Source: an optimization exercise on an open RTL-to-GDS flow (aim: small area, a short achievable clock period and few clock cycles per item). Production flows keep margins and buffers that such runs may drop.
In this exercise RTL edits were held to simulation tests only and were not proved equivalent to the original.
Power figures rest on the tool's default switching activity, not on a simulated workload.

$ cat flow/flow/run.sh
#!/bin/bash
# The standard layout (the standard.sh: standard synthesis, floorplan,
# placement, CTS, routing) with two changes to how it is made:
#  - the port buffers are buf_4 cells instead of the resizer's default choice
#    (every input and output port still gets its own buffer);
#  - the repair steps aim for 15 ns of setup slack, so they work on every
#    path longer than 5 ns.
# The clock period and constraints are the design's.
export BUFFER_PORTS_ARGS="-buffer_cell sky130_fd_sc_hd__buf_4"
export SETUP_SLACK_MARGIN=15
bash standard.sh > standard.log 2>&1
$ cat flow/standard.sh
#!/bin/bash
# synth_recipe.tcl (not shown) runs the flow's synth.tcl, then flattens the netlist and writes it again
# the make line also repeats each setting of config.mk as NAME=value (left out here)
make -C /OpenROAD-flow-scripts/flow DESIGN_CONFIG=/design/flow/config.mk WORK_HOME=/design/flow/orfs CLKGATE_MAP_FILE= SYNTH_SCRIPT=/design/flow/synth_recipe.tcl "${@:-finish}"
$ cat flow/config.mk
export PLATFORM = sky130hd
export DESIGN_NAME = tint_exec
export DESIGN_NICKNAME = tint_exec
export VERILOG_FILES = /design/flow/design.v
export SDC_FILE = /design/flow/constraint.sdc
export NUM_CORES = 4
export LEC_CHECK = 0
export CAP_MARGIN = 40
export CORE_MARGIN = 2
export CORE_UTILIZATION = 40
export SLEW_MARGIN = 30
$ cat flow/constraint.sdc
create_clock -name core_clock -period 20.0 [get_ports {clk}]
set_input_delay 4.0000 -clock core_clock [delete_from_list [all_inputs] [get_ports {clk}]]
set_output_delay 4.0000 -clock core_clock [all_outputs]
set_load 0.01 [all_outputs]
$ cat flow/design.v
module tint_exec (
    input  wire        clk,
    input  wire        rst,
    input  wire        in_valid,
    output wire        in_ready,
    input  wire [31:0] in_instr,
    input  wire [63:0] in_a,
    input  wire [63:0] in_b,
    input  wire [63:0] in_d,
    input  wire [7:0]  in_p,
    output reg         out_valid,
    output reg  [1:0]  out_status,
    output reg  [4:0]  out_dst,
    output reg  [63:0] out_value
);
    localparam [1:0] ST_REG   = 2'd0;
    localparam [1:0] ST_PRED  = 2'd1;
    localparam [1:0] ST_ILLEG = 2'd2;
    localparam [1:0] ST_OTHER = 2'd3;
    localparam integer R = 8;            
    localparam integer K = 64 / R;       
    localparam integer X_SUM  = 0;
    localparam integer X_AND  = 1;
    localparam integer X_OR   = 2;
    localparam integer X_XOR  = 3;
    localparam integer X_MM   = 4;
    localparam integer X_PASS = 5;
    localparam integer X_POPC = 6;
    localparam integer X_MUL  = 7;
    localparam integer X_DIV  = 8;
    localparam integer X_SH   = 9;
    localparam integer X_CLZ  = 10;
    localparam integer X_CMP  = 11;
    localparam integer X_BSW  = 12;
    localparam integer NX     = 13;
    function [63:0] rev64(input [63:0] x);
        integer i;
        begin
            for (i = 0; i < 64; i = i + 1)
                rev64[i] = x[63 - i];
        end
    endfunction
    function [2:0] clz8(input [7:0] x);
        begin
            casez (x)
                8'b1???????: clz8 = 3'd0;
                8'b01??????: clz8 = 3'd1;
                8'b001?????: clz8 = 3'd2;
                8'b0001????: clz8 = 3'd3;
                8'b00001???: clz8 = 3'd4;
                8'b000001??: clz8 = 3'd5;
                8'b0000001?: clz8 = 3'd6;
                default:     clz8 = 3'd7;
            endcase
        end
    endfunction
    function [6:0] clz64(input [63:0] x);
        reg [7:0] nz;
        reg [2:0] lz [0:7];
        reg [2:0] hi, lo;
        integer i;
        begin
            for (i = 0; i < 8; i = i + 1) begin
                nz[i] = |x[8*i +: 8];
                lz[i] = clz8(x[8*i +: 8]);
            end
            hi = 3'd7;
            lo = lz[0];
            for (i = 0; i < 7; i = i + 1)
                if (nz[i + 1]) begin
                    hi = 3'd6 - i[2:0];
                    lo = lz[i + 1];
                end
            clz64 = (nz == 8'd0) ? 7'd64 : {1'b0, hi, lo};
        end
    endfunction
    function [3:0] popc8(input [7:0] x);
        begin
            popc8 = ({3'd0, x[0]} + {3'd0, x[1]}) + ({3'd0, x[2]} + {3'd0, x[3]}) +
                    (({3'd0, x[4]} + {3'd0, x[5]}) + ({3'd0, x[6]} + {3'd0, x[7]}));
        end
    endfunction
    wire [5:0]  op    = in_instr[27:22];
    wire [6:0]  fn    = in_instr[6:0];
    wire [3:0]  cond  = in_instr[18:15];
    wire [1:0]  lop   = in_instr[12:11];
    wire [15:0] imm16 = in_instr[15:0];
    wire is_alu   = (op == 6'h00);
    wire is_immop = (op[5:3] == 3'b000) && (op[2:0] != 3'b000);
    wire is_mov   = (op[5:2] == 4'b0010);
    wire is_cmp   = (op[5:1] == 5'b01000);
    wire is_pset  = (op == 6'h12);
    wire is_other = ((op[5:3] == 3'b011) && (op[2:0] != 3'b111)) ||
                    ((op[5:4] == 2'b10) && (op[3:0] <= 4'h9)) ||
                    ((op[5:4] == 2'b11) && (op[3:0] <= 4'hB));
    wire fn_ok    = (fn[6:5] == 2'b00) && !(fn[4] && (fn[3:2] != 2'b00));    
    wire illegal  = (is_alu && !fn_ok) ||
                    (is_cmp && cond[3]) ||
                    (is_pset && (lop == 2'd3)) ||
                    !(is_alu || is_immop || is_mov || is_cmp || is_pset || is_other);
    wire [4:0] efn = is_alu ? fn[4:0] : ((op[2:0] == 3'd1) ? 5'd0 : {2'b00, op[2:0]});
    wire arith    = (is_alu && fn_ok) || is_immop;
    wire f_add    = arith && (efn[4:1] == 4'b0000);               
    wire f_and    = arith && (efn == 5'h02);
    wire f_or     = arith && (efn == 5'h03);
    wire f_xor    = arith && (efn == 5'h04);
    wire f_shift  = arith && (efn[4:2] == 3'b001) && (efn[1:0] != 2'b00);
    wire f_mul    = arith && (efn[4:1] == 4'b0100);
    wire f_div    = arith && (efn[4:1] == 4'b0101);
    wire f_mm     = arith && (efn[4:2] == 3'b011);
    wire f_popc   = arith && (efn == 5'h10);
    wire f_clz    = arith && ((efn == 5'h11) || (efn == 5'h12));
    wire f_bswap  = arith && (efn == 5'h13);
    wire shl      = (efn == 5'd5);
    wire sra      = (efn == 5'd7);
    wire ctz      = (efn == 5'h12);
    wire in_multi = is_alu && (fn[6:4] == 3'b000) && (fn[3:2] == 2'b10);     
    wire in_two   = is_alu && (fn == 7'h10);                                  
    wire sub = (is_alu && ((fn[4:0] == 5'h01) || f_mm || f_div)) ||
               (is_cmp && (cond[2:1] != 2'b11));
    wire sub_b = (op == 6'h00) ? ((fn == 7'h01) || (fn[6:1] == 6'b000101) || (fn[6:2] == 5'b00011))
                               : ((op[5:1] == 5'b01000) && !(cond[2] && cond[1]));
    wire sub_c = !((op != 6'h00) && ((op[5:1] != 5'b01000) || (cond[2:1] == 2'b11))) &&
                 !((op == 6'h00) && (fn != 7'h01) && (fn[6:1] != 6'b000101) && (fn[6:2] != 5'b00011));
    wire sub_d = ((op == 6'h00) && (fn[6:4] == 3'b000) &&
                  ((fn[3:0] == 4'h1) || (fn[3:1] == 3'b101) || (fn[3:2] == 2'b11))) ||
                 ((op[5:1] == 5'b01000) && (!cond[2] || !cond[1]));
    wire [7:0] preds = {in_p[7:1], 1'b1};         
    wire       px = preds[in_instr[18:16]] ^ in_instr[10];
    wire       py = preds[in_instr[15:13]] ^ in_instr[9];
    reg        pset_res;
    always @(*) begin
        case (lop)
            2'd0: pset_res = px & py;
            2'd1: pset_res = px | py;
            default: pset_res = px ^ py;
        endcase
    end
    wire sel_b   = (op == 6'h00) || (op == 6'h10);
    wire sel_i10 = (op == 6'h11);
    wire sel_i12 = is_immop;
    wire sel_mov = is_mov;
    wire [63:0] imm10x = {{54{in_instr[9]}}, in_instr[9:0]};
    wire [63:0] imm12x = {{52{in_instr[11]}}, in_instr[11:0]};
    wire [3:0]  slot_imm;                    
    wire [3:0]  slot_d;                      
    wire [63:0] x_in;
    genvar gs;
    generate
        for (gs = 0; gs < 4; gs = gs + 1) begin : g_mov
            assign slot_imm[gs] = sel_mov && (op[1:0] == gs);
            assign slot_d[gs]   = sel_mov && (op[1:0] != gs) && (op[1:0] != 2'd0);
        end
        for (gs = 0; gs < 64; gs = gs + 1) begin : g_x
            if (gs == 0) begin : g_x0
                assign x_in[gs] = (sel_b & in_b[gs]) | (sel_i10 & imm10x[gs]) |
                                  (sel_i12 & imm12x[gs]) | (slot_imm[gs/16] & imm16[gs%16]) |
                                  (slot_d[gs/16] & in_d[gs]) | (is_pset & pset_res);
            end else begin : g_xn
                assign x_in[gs] = (sel_b & in_b[gs]) | (sel_i10 & imm10x[gs]) |
                                  (sel_i12 & imm12x[gs]) | (slot_imm[gs/16] & imm16[gs%16]) |
                                  (slot_d[gs/16] & in_d[gs]);
            end
        end
    endgenerate
    wire [NX-1:0] xs_in;
    assign xs_in[X_SUM]  = !illegal && f_add;
    assign xs_in[X_AND]  = !illegal && f_and;
    assign xs_in[X_OR]   = !illegal && f_or;
    assign xs_in[X_XOR]  = !illegal && f_xor;
    assign xs_in[X_MM]   = !illegal && f_mm;
    assign xs_in[X_PASS] = !illegal && (is_mov || is_pset);
    assign xs_in[X_BSW]  = !illegal && f_bswap;
    assign xs_in[X_POPC] = !illegal && f_popc;
    assign xs_in[X_MUL]  = !illegal && f_mul;
    assign xs_in[X_DIV]  = !illegal && f_div;
    assign xs_in[X_SH]   = !illegal && f_shift;
    assign xs_in[X_CLZ]  = !illegal && f_clz;
    assign xs_in[X_CMP]  = !illegal && is_cmp;
    wire [1:0] st_in  = illegal ? ST_ILLEG : is_other ? ST_OTHER :
                        (is_cmp || is_pset) ? ST_PRED : ST_REG;
    wire [4:0] dst_in = (illegal || is_other) ? 5'd0 :
                        (is_cmp || is_pset) ? {2'd0, in_instr[21:19]} : in_instr[21:17];
    wire [2:0] k_in   = is_cmp ? cond[2:0] : f_shift ? {1'b0, sra, shl} : {1'b0, fn[1:0]};
    reg          rdy;
    reg          s_v;
    reg [NX-1:0] xs;
    reg [1:0]    st;
    reg [4:0]    dst;
    reg [2:0]    k;
    reg          sub1a, sub1b, sub1c, sub1d;
    reg          rv;                          
    reg [63:0]   A;
    reg [63:0]   X;
    reg          rdy_o;                       
    assign in_ready = rdy_o;
    wire [63:0] Xs   = X ^ {{16{sub1d}}, {16{sub1c}}, {16{sub1b}}, {16{sub1a}}};
    wire [64:0] sum  = {1'b0, A} + {1'b0, Xs} + {64'd0, sub1a};
    wire        lt_u = ~sum[64];
    wire        lt_s = (A[63] == X[63]) ? sum[63] : A[63];
    wire        eq   = (A == X);
    wire        anyb = |(A & X);
    reg         cmp_base;
    always @(*) begin
        case (k[2:1])
            2'd0: cmp_base = eq;
            2'd1: cmp_base = lt_s;
            2'd2: cmp_base = lt_u;
            default: cmp_base = anyb;
        endcase
    end
    wire        cmp_res = cmp_base ^ k[0];
    wire        pickA = (k[1] ? lt_s : lt_u) ^ k[0];
    wire [63:0] mm    = pickA ? A : X;
    wire [63:0] rA    = rv ? rev64(A) : A;
    wire [6:0]  clz_a = clz64(rA);
    wire [63:0] bswap = {A[7:0], A[15:8], A[23:16], A[31:24],
                         A[39:32], A[47:40], A[55:48], A[63:56]};
    localparam integer W = 74;
    localparam [63:0] MK = 64'h5555555555555556;      
    reg  [3:0]   cnt;
    reg  [65:0]  acc_s;
    reg  [65:0]  acc_c;
    reg  [R-1:0] lo_s;
    reg  [R-1:0] lo_c;
    reg          lo_n;
    reg  [1:0]   lo_ci;
    reg          mprev;                       
    wire [R:0]   mch = {X[R-1:0], mprev};
    wire [W-1:0] bu [0:3];
    wire [3:0]   bneg;
    genvar gp;
    generate
        for (gp = 0; gp < 4; gp = gp + 1) begin : g_booth
            wire x0 = mch[2*gp];
            wire x1 = mch[2*gp+1];
            wire x2 = mch[2*gp+2];
            wire one = x1 ^ x0;
            wire two = (x2 & ~x1 & ~x0) | (~x2 & x1 & x0);
            wire [65:0] mag = ({66{one}} & {2'b00, A}) | ({66{two}} & {1'b0, A, 1'b0});
            wire [65:0] ppv = mag ^ {66{bneg[gp]}};
            assign bneg[gp] = x2 & ~(x1 & x0);
            if (gp == 0) begin : g_r0
                assign bu[gp] = {{(W-66){1'b0}}, ~ppv[65], ppv[64:0]};
            end else begin : g_rn
                assign bu[gp] = {{(W-66-2*gp){1'b0}}, ~ppv[65], ppv[64:0],
                                 1'b0, bneg[gp-1], {(2*gp-2){1'b0}}};
            end
        end
    endgenerate
    function [2*W-1:0] csa(input [W-1:0] x, input [W-1:0] y, input [W-1:0] z);
        begin
            csa[W-1:0]   = x ^ y ^ z;
            csa[2*W-1:W] = ((x & y) | (x & z) | (y & z)) << 1;
        end
    endfunction
    wire [W-1:0] ra = {{(W-66){1'b0}}, acc_s};
    wire [W-1:0] rb = {{(W-66){1'b0}}, acc_c};
    wire [2*W-1:0] l1a = csa(bu[0], bu[1], bu[2]);
    wire [2*W-1:0] l1b = csa(bu[3], ra, rb);
    wire [2*W-1:0] l2a = csa(l1a[W-1:0], l1a[2*W-1:W], l1b[W-1:0]);
    wire [2*W-1:0] l3a = csa(l2a[W-1:0], l2a[2*W-1:W], l1b[2*W-1:W]);
    wire [W-1:0] cs_s = l3a[W-1:0];
    wire [W-1:0] cs_c = l3a[2*W-1:W];
    wire [R+1:0] mlo   = {2'b00, lo_s} + {2'b00, lo_c} + {3'b000, lo_n, 6'd0} + {{R{1'b0}}, lo_ci};
    wire [63:0] mul_lo = {mlo[R-1:0], X[63:R]};
    wire [63:0] hb     = mprev ? A : 64'd0;
    wire [63:0] h1s    = acc_s[63:0] ^ acc_c[63:0] ^ MK;
    wire [63:0] h1c    = {(acc_s[62:0] & acc_c[62:0]) | (acc_s[62:0] & MK[62:0]) |
                          (acc_c[62:0] & MK[62:0]), 1'b0};
    wire [63:0] h2s    = h1s ^ h1c ^ hb;
    wire [63:0] h2c    = {(h1s[62:0] & h1c[62:0]) | (h1s[62:0] & hb[62:0]) |
                          (h1c[62:0] & hb[62:0]), 1'b0};
    wire [63:0] mul_hs = h2s + h2c;
    wire [63:0] mul_hi = X + {62'd0, lo_ci};
    wire        mul_last = (cnt == (k[0] ? K + 1 : K));
    wire        mul_pre  = (cnt == (k[0] ? K : K - 1));
    reg  [1:0]  dph;
    reg  [5:0]  dj;                           
    wire [64:0] dp    = acc_s[64:0];
    wire [63:0] dq    = acc_c[63:0];
    reg  [5:0]  cza;                          
    wire [5:0]  dsh   = dj - cza;             
    wire [5:0]  sh    = xs[X_DIV] ? dj : X[5:0];
    wire [64:0] shy   = $signed({xs[X_SH] & k[1] & A[63], rA}) >>> sh;
    wire [63:0] shr   = shy[63:0];
    wire [63:0] shres = k[0] ? rev64(shr) : shr;
    wire        d_bz  = (X == 64'd0);         
    wire        d_triv = d_bz || lt_u;
    wire [6:0]  clz_x = clz64(X);
    wire [65:0] dt    = {1'b0, dp} + {2'b11, ~X} + 66'd1;    
    wire        dge   = dt[65] == 1'b0;
    wire [63:0] dr_n  = dge ? dt[63:0] : dp[63:0];
    wire [63:0] dq_n  = {dq[62:0], dge};
    wire [5:0]  djm1  = dj - 6'd1;
    wire        dnext = A[djm1];
    wire        dit   = (dph == 2'd3);
    wire        div_last = (dph == 2'd0) ? d_triv : (dit && (dj == 6'd0));
    wire        div_pre  = (dph == 2'd2) ? (dj == 6'd0) : (dit && (dj == 6'd1));
    reg         pph;
    wire [31:0] popc_b;
    genvar gc;
    generate
        for (gc = 0; gc < 8; gc = gc + 1) begin : g_pc
            assign popc_b[4*gc+3:4*gc] = popc8(A[8*gc+7:8*gc]);
        end
    endgenerate
    wire [4:0]  pc2 [0:3];
    wire [5:0]  pc4 [0:1];
    genvar gq;
    generate
        for (gq = 0; gq < 4; gq = gq + 1) begin : g_pc2
            assign pc2[gq] = {1'b0, dp[8*gq+3:8*gq]} + {1'b0, dp[8*gq+7:8*gq+4]};
        end
        for (gq = 0; gq < 2; gq = gq + 1) begin : g_pc4
            assign pc4[gq] = {1'b0, pc2[2*gq]} + {1'b0, pc2[2*gq+1]};
        end
    endgenerate
    wire [6:0]  popc = {1'b0, pc4[0]} + {1'b0, pc4[1]};
    wire mul_run = s_v && xs[X_MUL] && !mul_last;
    wire div_run = s_v && xs[X_DIV] && !div_last;
    wire pop_run = s_v && xs[X_POPC] && !pph;
    wire s_fin   = s_v && !mul_run && !div_run && !pop_run;
    wire s_pre   = (xs[X_MUL] && mul_pre) || (xs[X_DIV] && div_pre) || xs[X_POPC];
    always @(posedge clk)
        rdy_o <= rst || !(rdy ? (in_valid && (in_multi || in_two)) : !(s_fin || s_pre));
    always @(posedge clk) begin
        if (rst) begin
            rdy <= 1'b1;
            s_v <= 1'b0;
        end else if (rdy) begin
            rdy <= !(in_valid && (in_multi || in_two));
            s_v <= in_valid;
        end else begin
            rdy <= s_fin || s_pre;
            s_v <= s_v && !s_fin;
        end
    end
    always @(posedge clk) begin
        if (rdy) begin
            xs   <= xs_in;
            st   <= st_in;
            dst  <= dst_in;
            k    <= k_in;
            sub1a <= sub;
            sub1b <= sub_b;
            sub1c <= sub_c;
            sub1d <= sub_d;
            rv   <= shl || ctz;
            A    <= in_a;
        end
        if (rdy)
            X <= x_in;
        else if (xs[X_MUL])
            X <= (cnt == K) ? mul_hs : {mlo[R-1:0], X[63:R]};
    end
    always @(posedge clk) begin
        if (mul_run) begin
            acc_s <= cs_s[R+65:R];
            acc_c <= cs_c[R+65:R];
        end else if (div_run && dit) begin
            acc_s <= {1'b0, dr_n, dnext};
            acc_c <= {2'b00, dq_n};
        end else if (div_run && (dph == 2'd2)) begin
            acc_s <= {2'b00, shr};
            acc_c <= 66'd0;
        end else if (pop_run) begin
            acc_s <= {34'd0, popc_b};
            acc_c <= 66'd0;
        end else begin
            acc_s <= 66'd0;
            acc_c <= 66'd0;
        end
    end
    always @(posedge clk) begin
        if (!mul_run) begin
            lo_s  <= {R{1'b0}};
            lo_c  <= {R{1'b0}};
            lo_n  <= 1'b0;
            lo_ci <= 2'b00;
            mprev <= 1'b0;
            cnt   <= 4'd0;
        end else begin
            lo_s  <= cs_s[R-1:0];
            lo_c  <= cs_c[R-1:0];
            lo_n  <= bneg[3];
            lo_ci <= mlo[R+1:R];
            mprev <= X[R-1];
            cnt   <= cnt + 4'd1;
        end
    end
    always @(posedge clk) begin
        pph <= pop_run;
        if (!div_run)
            dph <= 2'd0;
        else if (!dit)
            dph <= dph + 2'd1;
        cza <= clz_a[5:0];
        if (dph == 2'd0)
            dj <= clz_x[5:0];
        else if (dph == 2'd1)
            dj <= dsh;
        else if (dit)
            dj <= djm1;
    end
    wire [63:0] div_res = (dph == 2'd0) ? (k[0] ? A : {64{d_bz}}) :
                                          (k[0] ? dr_n : dq_n);
    wire [63:0] mul_res = k[0] ? mul_hi : mul_lo;
    wire [63:0] val = ({64{xs[X_SUM]}}  & sum[63:0]) |
                      ({64{xs[X_AND]}}  & (A & X)) |
                      ({64{xs[X_OR]}}   & (A | X)) |
                      ({64{xs[X_XOR]}}  & (A ^ X)) |
                      ({64{xs[X_MM]}}   & mm) |
                      ({64{xs[X_PASS]}} & X) |
                      ({64{xs[X_POPC]}} & {57'd0, popc}) |
                      ({64{xs[X_SH]}}   & shres) |
                      ({64{xs[X_CLZ]}}  & {57'd0, clz_a}) |
                      ({64{xs[X_CMP]}}  & {63'd0, cmp_res}) |
                      ({64{xs[X_BSW]}}  & bswap) |
                      ({64{xs[X_MUL]}}  & mul_res) |
                      ({64{xs[X_DIV]}}  & div_res);
    always @(posedge clk) begin
        if (rst)
            out_valid <= 1'b0;
        else
            out_valid <= s_fin;
        out_status <= st;
        out_dst    <= dst;
        out_value  <= val;
    end
endmodule
==> summary.txt, run 1 <==
Hold path
  • Hold Path Class: reg2reg
  • Worst min-delay path endpoint: out_dst[4]$_DFF_P_
  • Hold path depth: 0
  • Hold Path Origin: dst[4]$_SDFFCE_PP0P_

Cells and area
  • FF/Latch Area: 9700 sq um
  • P&R area growth vs syn: 20.3%
  • Area of the multi-input gates: 50200 sq um
  • Ratio of cells with drive above 1 in the final layout: 0.197
  • Final nets: 9240
  • Finished Cell Area: 76200 sq um
  • Number of fill cells: 15500
  • Core Util, Final: 0.483

Flow run
  • Max Cap Viol: 0

GRT
  • Pin count of the biggest net entering global routing: 72
  • Initial antenna violation count: 83
  • First-pass GRT wire length: 608000 um
  • GRT Total Usage: 0.549
  • GR Overflow Total: 0
  • Vias in the first global route: 69600

Yosys
  • Seq cells post-synth: 397
  • Asr flop ratio synth: 0
  • Dominant synthesized flop cell: dfxtp_1
  • Seq/Total Area, Yosys: 0.151
  • Ys Warns: 3
  • Post-synth EDFFs: 162
  • Yosys top cell by area: fa_1
  • Cells after Synth: 7847
  • Top-area cell type share of the netlist area: 0.119
  • Synth Cell Area: 63400 sq um
  • Syn Area/Cell: 8.08 sq um
  • Largest cells by area after synthesis: fa_1 12%, ha_1 9.3%, edfxtp_1 7.7%, dfxtp_1 7.4%, mux2i_1 5.3%
  • Syn Nets: 8928
  • Unique masters post-synth: 108

Worst setup path
  • CP peak stage delay: 0.51 ns
  • CP startpoint: in_instr[16]
  • Stages on worst setup path: 14
  • CP Launch Type: primary input
  • Worst Path Max Fanout: 5
  • WP buf/inv: 4
  • R2r setup slk: 14.63 ns
  • Critical R2R Launch: acc_s[26]$_DFF_P_
  • Critical path data arrival time: 6.04 ns
  • Element type at the critical path end: flop
  • Largest delay share family, worst path: compound AO/OA/AOI/OAI gates
  • CP max stage cell: mux4_2
  • Crit-path cells: buf_6 > mux4_2 > a21oi_2 > xnor2_1 > inv_1 > ha_2 > inv_1 > mux2i_1 > nor2_1 > a21oi_1 > o21ai_1 > a221oi_2 > buf_6 > a31oi_1
  • R2R cell count: 18
  • Critical Path RT: 20.51 ns
  • Reg2reg end: X[60]$_DFFE_PP_
  • Type of the worst setup path: in2reg

CTS
  • CTS Buffer Depth: 3
  • Clock root buffer: clkbuf_16
  • H-tree levels: 2
  • Total CTS buffers: 54
  • CTS tree: done
  • Hold-fix buffers, CTS: 0
  • CTS clk-pin slew, worst paths: 0.06 ns
  • TritonCTS Sinks: 397
  • Worst-skew pair later-pin latency: 0.78 ns

Outcome
  • Status: finished clean

Die
  • Initial core utilization: 0.402
  • Full die area: 162000 sq um
  • DIE WIDTH: 402 um
  • IO Count: 308
  • Core area: 158000 sq um
  • # rows: 146
  • Die Span Y: 402 um

Pwr
  • Sw Pwr: 2150 uW
  • PD cells: 58.4 nW/um^2
  • Int Pwr: 2310 uW
  • Pleak: 0.0331 uW
  • Flop pwr share: 0.201
  • Peak supply drop: 0.0000821 V
  • Combinational fraction of design power: 0.551
  • Sw Ratio: 0.482
  • Clock power share: 0.248

Routing
  • Iteration-0 DRC Markers: 13700
  • Final wirelength: 465000 um
  • Remaining antenna violation count: 0
  • Wire per inst: 44.8 um
  • Vias per inst: 7.32
  • Vias: 75900
  • Residual DRC count: 0
  • Pre-antenna DRT Iters: 13

Place
  • IO buf count: 302
  • Placed Area: 69100 sq um
  • DP HPWL: 349000 um
  • RePlAce Congestion: 1.20

Timing
  • Min Clock Period, post-route: 5.54 ns
  • RSZ-0062 raised after global routing: yes
  • Relative slew slack: 0.214
  • Final Hold Fails: 0
  • Fmax: 181 MHz
  • Max-slew violation count: 0
  • Clk_skew: 0.0539 ns
  • Final setup viols: 0
  • Worst-Margin Slew: 1.17 ns
  • Post-Route Setup TNS: 0 ns
  • Final period utilization: 0.277
through the flow:
stage               std cells  hold slack [ns]  power (uW)  setup WS (ns)
floorplan                7847            0.323        2100          14.10
detailed placement       9939            0.329        3050          13.02
global route            10300            0.351        4490          14.35
CTS                     10200            0.341        4220          14.51
global placement         9878            0.327        3020          12.39
finish                  10400            0.341        4450          14.46
power by group through the flow:
stage                     sequential [uW]  combinational, uW  clock, uW
after detailed placement              918               2140          0
final                                 895               2450       1100
after floorplan                       914               1190          0
after global placement                920               2100          0
after CTS                             895               2230       1090
after global routing                  895               2480       1120
worst max-delay path by stage:
stage | to
after detailed placement | X[46]$_DFFE_PP_
after global placement | out_value[26]$_DFF_P_
after global routing | X[0]$_DFFE_PP_
after CTS | X[0]$_DFFE_PP_
final | X[0]$_DFFE_PP_
after floorplan | X[0]$_DFFE_PP_
registers in the layout, summed over array words and instances, names as in the netlist, 2 cells and up:
name and flops:
dj 6, lo_ci 2, cnt 4, lo_c 6, out_value 64, dph 2, acc_s 65, acc_c 64
A 64, out_dst 5, cza 6, lo_s 8, dst 5, X 64, xs 13, k 3
st 2, out_status 2
cells in the mapped netlist, drive strengths merged (26+ instances only):
cell type / n
nand2b: 45
o21ai: 409
ha: 469
a31oi: 58
o21a: 32
o31ai: 93
mux4: 36
a22oi: 241
nor3: 112
xor2: 258
xnor2: 325
a22o: 33
nor4: 56
a21o: 97
nor2: 363
fa: 377
a2bb2oi: 88
and2: 96
o2111ai: 35
nand2: 691
mux2i: 341
o211ai: 147
a21oi: 557
o221ai: 45
dfxtp: 235
and3: 45
inv: 778
nor2b: 26
edfxtp: 162
o21bai: 48
buf: 172
mux2: 71
nand4: 107
nand3: 139
clkbuf: 496
a211oi: 61
a222oi: 105
a221oi: 80
timing repair:
action	CTS	global route
gates resized for setup	482	182
pin swaps	87	71
endpoints found under the setup margin	342	243
setup buffers	134	61
gates cloned	16	7
final cells by class:
class	count	area share
Sequential cell	397	0.127
Tap cell	2072	0.0340
Inverter	782	0.0398
Clock buffer	71	0.0194
Antenna cell	94	0.00309
Clock inverter	30	0.00542
Multi-Input combinational cell	6002	0.659
Timing Repair Buffer	922	0.112
kinds of logic after synthesis:
logic type                 count (synthesis)  share of synthesized area
AOI/OAI and AO/OA                       2356                      0.255
xor gates and xnor gates                 583                     0.0809
DFF                                      397                      0.151
and+or+nand+nor                         1767                      0.130
buffers and inverters                   1450                     0.0907
adders and majority gates                846                      0.212
muxes                                    448                     0.0800
routing by layer:
| layer | share of wire | global-route usage |
|---|---|---|
| met2 | 0.38 | 0.737 |
| met1 | 0.33 | 0.604 |
| met3 | 0.17 | 0.301 |
| met4 | 0.12 | 0.525 |
| met5 | 0.0022 | 0.0122 |
placed cells by master (no fill, tap or decap), drive strengths merged, types with 32 or more instances in the layout:
master / netlist / final
o31ai: 93 / 93
a21o: 97 / 97
and3: 45 / 45
o21ai: 409 / 409
o21bai: 48 / 48
buf: 172 / 902
nand2: 691 / 691
a222oi: 105 / 105
ha: 469 / 469
nand4: 107 / 107
o211ai: 147 / 147
diode: 0 / 94
clkbuf: 496 / 85
inv: 778 / 756
o2111ai: 35 / 35
a22oi: 241 / 241
nor3: 112 / 113
fa: 377 / 377
a2bb2oi: 88 / 88
dfxtp: 235 / 235
edfxtp: 162 / 162
nor2: 363 / 363
mux4: 36 / 36
nand3: 139 / 139
a221oi: 80 / 80
a22o: 33 / 34
mux2: 71 / 71
nor4: 56 / 56
mux2i: 341 / 341
and2: 96 / 96
o221ai: 45 / 45
nand2b: 45 / 45
o21a: 32 / 32
a21oi: 557 / 557
xnor2: 325 / 325
a31oi: 58 / 58
a211oi: 61 / 61
xor2: 258 / 258
Testbench counts, summed over its fixed seeds: cycles 34,940, ops 16,000.
==> run 2, diff against run 1 <==
--- a/flow/design.v
+++ b/flow/design.v
@@ -32,7 +32,8 @@
     localparam integer X_CLZ  = 10;
     localparam integer X_CMP  = 11;
     localparam integer X_BSW  = 12;
-    localparam integer NX     = 13;
+    localparam integer X_PST  = 13;
+    localparam integer NX     = 14;
     function [63:0] rev64(input [63:0] x);
         integer i;
         begin
@@ -125,25 +126,14 @@
     wire sub_d = ((op == 6'h00) && (fn[6:4] == 3'b000) &&
                   ((fn[3:0] == 4'h1) || (fn[3:1] == 3'b101) || (fn[3:2] == 2'b11))) ||
                  ((op[5:1] == 5'b01000) && (!cond[2] || !cond[1]));
-    wire [7:0] preds = {in_p[7:1], 1'b1};         
-    wire       px = preds[in_instr[18:16]] ^ in_instr[10];
-    wire       py = preds[in_instr[15:13]] ^ in_instr[9];
-    reg        pset_res;
-    always @(*) begin
-        case (lop)
-            2'd0: pset_res = px & py;
-            2'd1: pset_res = px | py;
-            default: pset_res = px ^ py;
-        endcase
-    end
     wire sel_b   = (op == 6'h00) || (op == 6'h10);
     wire sel_i10 = (op == 6'h11);
     wire sel_i12 = is_immop;
     wire sel_mov = is_mov;
-    wire [63:0] imm10x = {{54{in_instr[9]}}, in_instr[9:0]};
-    wire [63:0] imm12x = {{52{in_instr[11]}}, in_instr[11:0]};
     wire [3:0]  slot_imm;                    
     wire [3:0]  slot_d;                      
+    wire        fill = (sel_i10 & in_instr[9]) | (sel_i12 & in_instr[11]);
+    wire [63:0] ibit;
     wire [63:0] x_in;
     genvar gs;
     generate
@@ -152,35 +142,40 @@
             assign slot_d[gs]   = sel_mov && (op[1:0] != gs) && (op[1:0] != 2'd0);
         end
         for (gs = 0; gs < 64; gs = gs + 1) begin : g_x
-            if (gs == 0) begin : g_x0
-                assign x_in[gs] = (sel_b & in_b[gs]) | (sel_i10 & imm10x[gs]) |
-                                  (sel_i12 & imm12x[gs]) | (slot_imm[gs/16] & imm16[gs%16]) |
-                                  (slot_d[gs/16] & in_d[gs]) | (is_pset & pset_res);
-            end else begin : g_xn
-                assign x_in[gs] = (sel_b & in_b[gs]) | (sel_i10 & imm10x[gs]) |
-                                  (sel_i12 & imm12x[gs]) | (slot_imm[gs/16] & imm16[gs%16]) |
-                                  (slot_d[gs/16] & in_d[gs]);
+            if (gs < 10) begin : g_i0
+                assign ibit[gs] = ((sel_i10 | sel_i12 | slot_imm[0] | is_pset) & in_instr[gs]);
+            end else if (gs < 12) begin : g_i1
+                assign ibit[gs] = ((sel_i12 | slot_imm[0] | is_pset) & in_instr[gs]) | (sel_i10 & in_instr[9]);
+            end else if (gs < 16) begin : g_i2
+                assign ibit[gs] = ((slot_imm[0] | is_pset) & in_instr[gs]) | fill;
+            end else if (gs < 19) begin : g_i3
+                assign ibit[gs] = (slot_imm[1] & in_instr[gs-16]) | (is_pset & in_instr[gs]) | fill;
+            end else if (gs < 26) begin : g_i4
+                assign ibit[gs] = (slot_imm[1] & in_instr[gs-16]) | (is_pset & in_p[gs-18]) | fill;
+            end else begin : g_i5
+                assign ibit[gs] = (slot_imm[gs/16] & in_instr[gs%16]) | fill;
             end
+            assign x_in[gs] = (sel_b & in_b[gs]) | (slot_d[gs/16] & in_d[gs]) | ibit[gs];
         end
     endgenerate
     wire [NX-1:0] xs_in;
-    assign xs_in[X_SUM]  = !illegal && f_add;
-    assign xs_in[X_AND]  = !illegal && f_and;
-    assign xs_in[X_OR]   = !illegal && f_or;
-    assign xs_in[X_XOR]  = !illegal && f_xor;
-    assign xs_in[X_MM]   = !illegal && f_mm;
-    assign xs_in[X_PASS] = !illegal && (is_mov || is_pset);
-    assign xs_in[X_BSW]  = !illegal && f_bswap;
-    assign xs_in[X_POPC] = !illegal && f_popc;
-    assign xs_in[X_MUL]  = !illegal && f_mul;
-    assign xs_in[X_DIV]  = !illegal && f_div;
-    assign xs_in[X_SH]   = !illegal && f_shift;
-    assign xs_in[X_CLZ]  = !illegal && f_clz;
-    assign xs_in[X_CMP]  = !illegal && is_cmp;
+    assign xs_in[X_SUM]  = f_add;
+    assign xs_in[X_AND]  = f_and;
+    assign xs_in[X_OR]   = f_or;
+    assign xs_in[X_XOR]  = f_xor;
+    assign xs_in[X_MM]   = f_mm;
+    assign xs_in[X_PASS] = is_mov;
+    assign xs_in[X_PST]  = is_pset && (lop != 2'd3);
+    assign xs_in[X_BSW]  = f_bswap;
+    assign xs_in[X_POPC] = f_popc;
+    assign xs_in[X_MUL]  = f_mul;
+    assign xs_in[X_DIV]  = f_div;
+    assign xs_in[X_SH]   = f_shift;
+    assign xs_in[X_CLZ]  = f_clz;
+    assign xs_in[X_CMP]  = is_cmp && !cond[3];
     wire [1:0] st_in  = illegal ? ST_ILLEG : is_other ? ST_OTHER :
                         (is_cmp || is_pset) ? ST_PRED : ST_REG;
-    wire [4:0] dst_in = (illegal || is_other) ? 5'd0 :
-                        (is_cmp || is_pset) ? {2'd0, in_instr[21:19]} : in_instr[21:17];
+    wire [4:0] dst_in = (is_cmp || is_pset) ? {2'd0, in_instr[21:19]} : in_instr[21:17];
     wire [2:0] k_in   = is_cmp ? cond[2:0] : f_shift ? {1'b0, sra, shl} : {1'b0, fn[1:0]};
     reg          rdy;
     reg          s_v;
@@ -212,6 +207,17 @@
     wire        cmp_res = cmp_base ^ k[0];
     wire        pickA = (k[1] ? lt_s : lt_u) ^ k[0];
     wire [63:0] mm    = pickA ? A : X;
+    wire [7:0]  preds = {X[25:19], 1'b1};        
+    wire        px = preds[X[18:16]] ^ X[10];
+    wire        py = preds[X[15:13]] ^ X[9];
+    reg         pset_res;
+    always @(*) begin
+        case (X[12:11])
+            2'd0: pset_res = px & py;
+            2'd1: pset_res = px | py;
+            default: pset_res = px ^ py;
+        endcase
+    end
     wire [63:0] rA    = rv ? rev64(A) : A;
     wire [6:0]  clz_a = clz64(rA);
     wire [63:0] bswap = {A[7:0], A[15:8], A[23:16], A[31:24],
@@ -412,6 +418,7 @@
                       ({64{xs[X_XOR]}}  & (A ^ X)) |
                       ({64{xs[X_MM]}}   & mm) |
                       ({64{xs[X_PASS]}} & X) |
+                      ({64{xs[X_PST]}}  & {63'd0, pset_res}) |
                       ({64{xs[X_POPC]}} & {57'd0, popc}) |
                       ({64{xs[X_SH]}}   & shres) |
                       ({64{xs[X_CLZ]}}  & {57'd0, clz_a}) |
@@ -425,7 +432,7 @@
         else
             out_valid <= s_fin;
         out_status <= st;
-        out_dst    <= dst;
+        out_dst    <= st[1] ? 5'd0 : dst;
         out_value  <= val;
     end
 endmodule
--- a/flow/config.mk
+++ b/flow/config.mk
@@ -5,7 +5,7 @@
 export SDC_FILE = /design/flow/constraint.sdc
 export NUM_CORES = 4
 export LEC_CHECK = 0
-export CAP_MARGIN = 40
+export CAP_MARGIN = 20
 export CORE_MARGIN = 2
 export CORE_UTILIZATION = 40
-export SLEW_MARGIN = 30
+export SLEW_MARGIN = 20
==> run 2 against run 1 <==
Net effect:
- final area is 0.37% higher
- maximum frequency fell by 0.10%
- area after synthesis down 0.69%
- sequential power rose by 0.6%
- hold slack better by 0.021 ns
- register-to-register slack lost 0.17 ns
- power decreased by 0.22%
- non-clock buffer count fell by 34
- first-iteration DRC count down 3.1%
- clock power is 4% higher
- critical path depth up 3
==> summary.txt, run 2 <==
Outcome
  • Status: finished clean

Yosys
  • Post-synth EDFFs: 163
  • Top-count cell post-synth: inv_1
  • Largest cells by area after synthesis: fa_1 12%, ha_1 9.3%, edfxtp_1 7.8%, dfxtp_1 7.5%, a21oi_1 4.7%
  • Syn Nets: 8967
  • Top cells by count, synth: 750 x inv_1, 725 x nand2_1, 590 x a21oi_1
  • Seq cells post-synth: 398
  • Cells after Synth: 7886
  • Unique masters post-synth: 105
  • Top-area cell type share of the netlist area: 0.120
  • Seq/Total Area, Yosys: 0.153
  • Ys Warns: 3
  • Synth Cell Area: 62900 sq um
  • Asr flop ratio synth: 0
  • Syn Area/Cell: 7.98 sq um
  • Yosys top cell by area: fa_1
  • Dominant synthesized flop cell: dfxtp_1

Timing
  • RSZ-0062 raised after global routing: yes
  • Min Clock Period, post-route: 5.54 ns
  • Worst-Margin Slew: 1.36 ns
  • Max-slew violation count: 0
  • Clk_skew: 0.0663 ns
  • Final Hold Fails: 0
  • Post-Route Setup TNS: 0 ns
  • Final period utilization: 0.277
  • Fmax: 180 MHz
  • Relative slew slack: 0.0919
  • Final setup viols: 0

Routing
  • Iteration-0 DRC Markers: 13300
  • Remaining antenna violation count: 0
  • Final wirelength: 469000 um
  • Residual DRC count: 0
  • Wire per inst: 45.3 um
  • Vias per inst: 7.27
  • Vias: 75300
  • Pre-antenna DRT Iters: 10

Place
  • RePlAce Congestion: 1.18
  • DP HPWL: 352000 um
  • Placed Area: 68100 sq um
  • IO buf count: 302

Worst setup path
  • Element type at the critical path end: flop
  • R2r setup slk: 14.46 ns
  • Worst Path Max Fanout: 23
  • Critical Path Most Common Cell: o211ai_1
  • Largest delay share family, worst path: compound AO/OA/AOI/OAI gates
  • CP Launch Type: flop
  • CP peak stage delay: 1.00 ns
  • WP buf/inv: 4
  • Critical path data arrival time: 6.05 ns
  • Crit-path cells: buf_8 > clkinvlp_4 > ha_1 > o21a_1 > o31a_1 > o21ai_4 > a31oi_4 > a41oi_4 > o211ai_1 > buf_6 > a31o_4 > a211o_4 > buf_12 > mux2i_1 > nand2_1 > o21ai_1 > o211ai_1
  • Critical Path RT: 20.50 ns
  • Type of the worst setup path: reg2reg
  • CP max stage cell: o211ai_1

GRT
  • First-pass GRT wire length: 616000 um
  • GR Overflow Total: 0
  • Met1 usage: 0.631
  • Met3 GRT Util: 0.310
  • GR Util met2: 0.728
  • GRT Total Usage: 0.559
  • Initial antenna violation count: 59
  • Pin count of the biggest net entering global routing: 111
  • Most used routing layer: met2
  • Vias in the first global route: 69200

Die
  • IO Count: 308
  • DIE WIDTH: 401 um
  • Full die area: 161000 sq um
  • Initial core utilization: 0.403
  • # rows: 145
  • Die Span Y: 401 um
  • Core area: 156000 sq um

Cells and area
  • Largest reg by FF count: acc_s
  • Commonest non-fill, non-tap cell in the layout: inv_1
  • P&R area growth vs syn: 21.6%
  • Leading cell types in the layout, fill and taps excluded: 712 x inv_1, 701 x nand2_1, 645 x buf_4, 516 x a21oi_1, 435 x nor2_1
  • Final nets: 9261
  • Max FFs per register: 65
  • Ratio of cells with drive above 1 in the final layout: 0.208
  • Finished Cell Area: 76500 sq um
  • Number of fill cells: 15300

CTS
  • Worst-skew pair later-pin latency: 0.74 ns
  • CTS Buffer Depth: 3
  • H-tree levels: 2
  • Clock root buffer: clkbuf_16
  • TritonCTS Sinks: 398
  • Total CTS buffers: 54
  • CTS clk-pin slew, worst paths: 0.06 ns
  • CTS tree: done

Pwr
  • Pleak: 0.0332 uW
  • Peak supply drop: 0.0000840 V
  • PD cells: 58.1 nW/um^2

Hold path
  • Hold Path Class: reg2reg

Flow run
  • Max Cap Viol: 0
## run 2: changes by cell type after synthesis, sizes merged, moves of 24 or more
cell	delta
mux2i	-77
inv	-26
a21o	+62
nand2	+34
a211oi	+26
nor2	+99
a22o	-24
a21oi	+36
## run 2: repair_timing
item,in CTS,in global routing
endpoints found under the setup margin,326,248
buffers inserted,142,90
hold buffers,0,0
gates cloned,10,9
resized for setup,619,309
pin swaps,103,94
## run 2: routing by layer
| layer | share of wire | up-vias |
|---|---|---|
| met2 | 0.37 | 7283 |
| met3 | 0.16 | 2435 |
| met4 | 0.12 | 38 |
| met5 | 0.0028 | - |
| li1 | - | 28900 |
| met1 | 0.34 | 36600 |
## run 2: kinds of logic after synthesis
logic type	Yosys count	share of synthesized area
simple gates	1886	0.138
mux	368	0.0675
compound gates	2404	0.260
flops	398	0.153
buf+inv	1408	0.0880
fa+ha+maj	846	0.213
xor+xnor	576	0.0803
## run 2: power breakdown
group	leakage, uW	internal, uW	switching [uW]
sequential	0.00380	872	28.0
combinational	0.0284	798	1600
clock	0.000974	638	501
total	0.0332	2310	2130
## run 2: layout make-up
type                       instances  area, sq um  area share
inverter                         755         2970      0.0388
antenna                           69          173     0.00226
timing repair buffer             888         8350       0.109
sequential                       398         9760       0.128
tap                             2058         2570      0.0337
multi-input combinational       6083        50700       0.663
clock inverter                    36          483     0.00631
clock buffer                      66         1500      0.0196
## run 2: final timing paths
path                                end                 from  depth (start not counted)
setup / recovery  out_value[29]$_DFF_P_       X[2]$_DFFE_PP_                         17
hold / removal    out_status[0]$_DFF_P_  st[0]$_SDFFCE_PP0P_                          0
setup reg to reg  out_value[29]$_DFF_P_       X[2]$_DFFE_PP_                         17
hold reg to reg   out_status[0]$_DFF_P_  st[0]$_SDFFCE_PP0P_                          0
## run 2: through the flow
stage          cells   util  setup WS (ns)  total power, uW  hold WS [ns]
2_1_floorplan   7886      -          14.33             2090         0.323
5_1_grt        10300  0.489          14.62             4520         0.360
3_5_place_dp    9923  0.436          12.71             3000         0.341
6_report       10400  0.490          14.46             4440         0.361
3_3_place_gp    9920  0.436          12.74             2990         0.336
4_1_cts        10200  0.474          14.71             4220         0.349
## run 2: worst register-to-register path, delay by kind of cell (launching register included)
kind            cells  cell delay, ns
compound gates     10            3.38
buf+inv             4            0.82
fa+ha+maj           1            0.36
flops               1            0.35
mux                 1            0.30
simple gates        1            0.12
Testbench counts of run 2, summed over its fixed seeds: cycles 34,940, ops 16,000.

[afterwards: timing with drivers on the ports]
How much do the figures lean on ideal ports? The routed layouts below were timed once more, with nothing changed but the port constraints. Step 1, drivers: a clkbuf_16 drives clk and a buf_2 each remaining input, both assumed. Step 2 moves the port delays by t, midway between the first and last clock arrival at a register: inputs arrive t later, outputs are due t later. That takes back most of the time a late clock gives input paths. Slacks: ideal / step 1 / step 2; pairs: ideal / step 1.
run | t, ns | setup slack, ns | latest minus earliest clock arrival (ns)
run 1 | 0.845 | 14.463 / 14.473 / 13.628 | 0.054 / 0.054
run 2 | 0.809 | 14.458 / 14.458 / 13.780 | 0.067 / 0.066
After both steps setup and hold are still met in every run listed. For run 1, which loses most, drivers alone change the setup slack by +0.010 ns; drivers and shift together by -0.835 ns.
